Source: an optimization exercise on an open RTL-to-GDS flow (aim: small area, a short achievable clock period and few clock cycles). Production flows keep margins and buffers that such runs may drop. Function was checked by simulation only, so behaviour that the tests miss may differ from the original.

Setup of v6:
## clap_stats
module clap_stats (
    input  wire        clk,
    input  wire        rst_n,
    input  wire [24:0] n_cfg,
    input  wire        in_valid,
    output reg         in_ready,
    input  wire        in_ok,
    input  wire [31:0] in_value,
    output wire        rec_valid,
    input  wire        rec_ready,
    output reg  [24:0] rec_n,
    output reg  [31:0] rec_missed,
    output wire [31:0] rec_mean,
    output reg  [31:0] rec_min,
    output reg  [31:0] rec_max,
    output wire [31:0] rec_sd
);
Settings: LEC_CHECK=0, CAP_MARGIN=20, CORE_MARGIN=2, CORE_UTILIZATION=40, SLEW_MARGIN=20; clock period 20.0 ns.
standard.sh (not shown) runs the stock make flow with config.mk's settings and CLKGATE_MAP_FILE= SYNTH_SCRIPT=/design/flow/synth_recipe.tcl, a recipe that flattens the netlist after the stock synthesis.
==> flow/flow/run.sh <==
#!/bin/bash
# Standard layout, with the timing repair steps aiming for setup slack well
# above zero so that they shorten the critical paths (the clock period and
# all constraints stay as given).
set -euo pipefail
bash standard.sh SETUP_SLACK_MARGIN=14.5 finish > make_finish.log 2>&1
Testbench counts of v6, summed over its fixed seeds: cycles 80,314.
Edits applied to the flow inputs when going from v6 to v7:
--- a/flow/design.v
+++ b/flow/design.v
@@ -24,38 +24,39 @@
     reg  [3:0]   st;
     reg  [5:0]   ctr;
     reg          ph_sqrt;        
     reg          ph_res;         
     reg  [2:0]   ch;             
     reg  [91:0]  x1;             
     reg  [87:0]  x2;             
     reg  [65:0]  sq;             
-    reg  [51:0]  dd;             
+    reg  [24:0]  nq;             
+    reg  [24:0]  nd;             
+    reg  [48:0]  dd;             
     reg  [24:0]  mrem;           
     reg  [31:0]  mq;             
     reg          mrnd;           
     reg          sgn;            
     reg          pend;           
     reg          n_one, n_two, n_neg;    
     reg          s_one, s_two, s_pos;    
     assign idle      = (st == S_IDLE);
     assign take_blk  = (st == S_BW);
     assign xfer_next = (st == S_W1) | ((st == S_IDLE) & blocked);
     assign mean  = mq;
     assign sd    = sq[31:0];
     wire [55:0]  s_val = {mrem[23:0], mq};
     wire [92:0]  n_mag = n_one ? {5'd0, x2} : n_two ? {4'd0, x2, 1'b0} : 93'd0;
     wire [92:0]  s_mag = s_one ? {37'd0, s_val} : s_two ? {36'd0, s_val, 1'b0} : 93'd0;
     wire [92:0]  r4    = {x1[89], x1[89:0], sq[65:64]};     
-    wire [48:0]  dv    = dd[48:0];
-    wire [48:0]  bd    = pend ? dv : 49'd0;
+    wire [48:0]  bd    = pend ? dd : 49'd0;
     wire [92:0]  p8    = {4'd0, x2[85:0], 3'b000};
-    wire [92:0]  q_c   = sgn ? ~{42'd0, bd, 2'b00} : {43'd0, dv, 1'b0};
-    wire [92:0]  q_e   = sgn ? ~{44'd0, dv} : {44'd0, dv};
+    wire [92:0]  q_c   = sgn ? ~{42'd0, bd, 2'b00} : {43'd0, dd, 1'b0};
+    wire [92:0]  q_e   = sgn ? ~{44'd0, dd} : {44'd0, dd};
     wire [92:0]  op_a = ph_sqrt ? r4                      : {x1[91], x1};
     wire [92:0]  op_b = ph_sqrt ? (sgn ? ~p8 : p8)        : (n_neg ? ~n_mag : n_mag);
     wire [92:0]  op_c = ph_sqrt ? q_c                     : (s_pos ? ~s_mag : s_mag) | {26'd0, (ph_res ? ch : 3'd0), 64'd0};
     wire [92:0]  op_e = ph_sqrt ? q_e                     : 93'd0;
     wire [1:0]   op_k = ph_sqrt ? {sgn, sgn} : {1'b0, n_neg} + {1'b0, s_pos};
     wire [92:0]  wsum = op_a + op_b + op_c + op_e + {91'd0, op_k};
     wire         ge   = ~wsum[92];
     wire [49:0]  p_lo = {1'b0, x2[47:0], 1'b0} + {1'b0, bd};
@@ -70,18 +71,20 @@
         for (gi = 0; gi < 33; gi = gi + 1) begin : g_root
             assign troot[gi] = sq[2 * gi + 1];
         end
     endgenerate
     wire         in_fin  = (st == S_FIN);
     wire [31:0]  inc_in  = in_fin ? mq   : troot[32:1];
     wire         inc_b   = in_fin ? mrnd : troot[0];
     wire [31:0]  inc_out = inc_in + {31'd0, inc_b};
-    wire [27:0]  d_mag  = n_one ? {3'd0, nm1} : n_two ? {2'd0, nm1, 1'b0} : 28'd0;
-    wire [27:0]  d_sum  = {{2{dd[51]}}, dd[51:26]} + (n_neg ? ~d_mag : d_mag) + {27'd0, n_neg};
+    wire [24:0]  d_add  = nd[24] ? nm1 : 25'd0;
+    wire [25:0]  d_lo   = {1'b0, dd[23:0], 1'b0} + {1'b0, d_add};
+    wire [23:0]  d_hp1  = dd[47:24] + 24'd1;
+    wire [23:0]  d_hi   = d_lo[25] ? d_hp1 : dd[47:24];
     always @(posedge clk) begin
         if (!rst_n) begin
             st        <= S_IDLE;
             ph_sqrt   <= 1'b0;
             ph_res    <= 1'b0;
             xfer      <= 1'b0;
             rec_valid <= 1'b0;
         end else begin
@@ -124,39 +127,40 @@
         end
     endtask
     always @(posedge clk) begin
         if (xfer) begin
             x1   <= {4'd0, th_in, ts_in};
             ch   <= ch_in;
             x2   <= {24'd0, tc_in};
             sq   <= {10'd0, s_in};
+            dd   <= 49'd0;
             mrem <= {1'b0, s_in[55:32]};
             mq   <= s_in[31:0];
             n_one <= 1'b1; n_two <= 1'b0; n_neg <= 1'b0;
             s_one <= 1'b0; s_two <= 1'b0; s_pos <= 1'b0;
         end
         case (st)
             S_RES: begin
                 x2 <= wsum[87:0];
                 x1 <= 92'd0;
-                dd <= {27'd0, rec_n};
+                nq <= rec_n;
+                nd <= rec_n;
                 set_n(rec_n[1], rec_n[0], 1'b0);
                 set_s(sq[1], sq[0], 1'b0);
             end
             S_VMUL: begin
                 x1 <= {wsum[92], wsum[92:2]};
                 sq <= {wsum[1:0], sq[65:2]};
-                if (ctr < 6'd12)
-                    set_n(dd[3], dd[2], dd[1]);
-                else
-                    set_n(1'b0, 1'b0, 1'b0);
+                nq <= {2'b00, nq[24:2]};
+                set_n(nq[3], nq[2], nq[1]);
                 set_s(sq[3], sq[2], sq[1]);
-                if (ctr < 6'd13)
-                    dd <= {d_sum[27:2], d_sum[1:0], dd[25:2]};
+                nd <= {nd[23:0], 1'b0};
+                if (ctr < 6'd25)
+                    dd <= {d_hi, d_lo[24:0]};
                 if (ctr == 6'd31) begin
                     x2   <= 88'd0;
                     sgn  <= 1'b1;
                     pend <= 1'b0;
                 end
             end
             S_SQRT: begin
                 x1 <= wsum[91:0];
## What came out
- v7 did not stop at any stage, and its layout met the timing, design-rule and antenna checks.
- From v6 to v7 the numbers moved as follows: floorplan core area moved up, number of global-route vias before repair picked up an extra 1.1%, compound-cell area share of the yosys netlist barely changed, layout buffer count excluding clock buffers rose about 3.5%.
- NOTE: first-iteration DRC count in v7 falls short of that of v6
- v7 against v6: number of antenna repair diodes climbed 5; worst path setup slack after routing now sits higher; share of the clock period used by the worst path after layout now sits lower.
- Against v6, v7 reports a setup slack of the worst register-to-register path that is higher.
- Measured against each other, v7 and v6 differ in routed via count, the higher figure coming from v7.
- Data arrival time of the critical path in v7 vs v6: down 0.07 ns
- Sequential share of layout area of v7 is on par with v6.
Testbench counts of v7, summed over its fixed seeds: cycles 80,314.

[afterwards: timing with drivers on the ports]
How much do the figures lean on ideal ports? The routed layouts below were timed once more, with nothing changed but the port constraints.
Step 1 assumes that a clkbuf_16 drives the clock port and a buf_2 every other input.
Step 2 times the ports against the registers' clock, not the clock port: input delays grow and output delays shrink by t, the midpoint of the rising clock arrivals with the driver on.
Slacks: ideal / step 1 / step 2; pairs: ideal / step 1.
run | t, ns | setup slack, ns | worst register clock-pin slew, ns
v6 | 0.861 | 14.342 / 14.342 / 13.803 | 0.07 / 0.07
v7 | 0.855 | 14.381 / 14.381 / 13.778 | 0.08 / 0.08
After both steps setup and hold are still met in every run listed. The setup slack of v7, which loses most, moves by 0.000 ns with the drivers and by -0.603 ns with both steps.
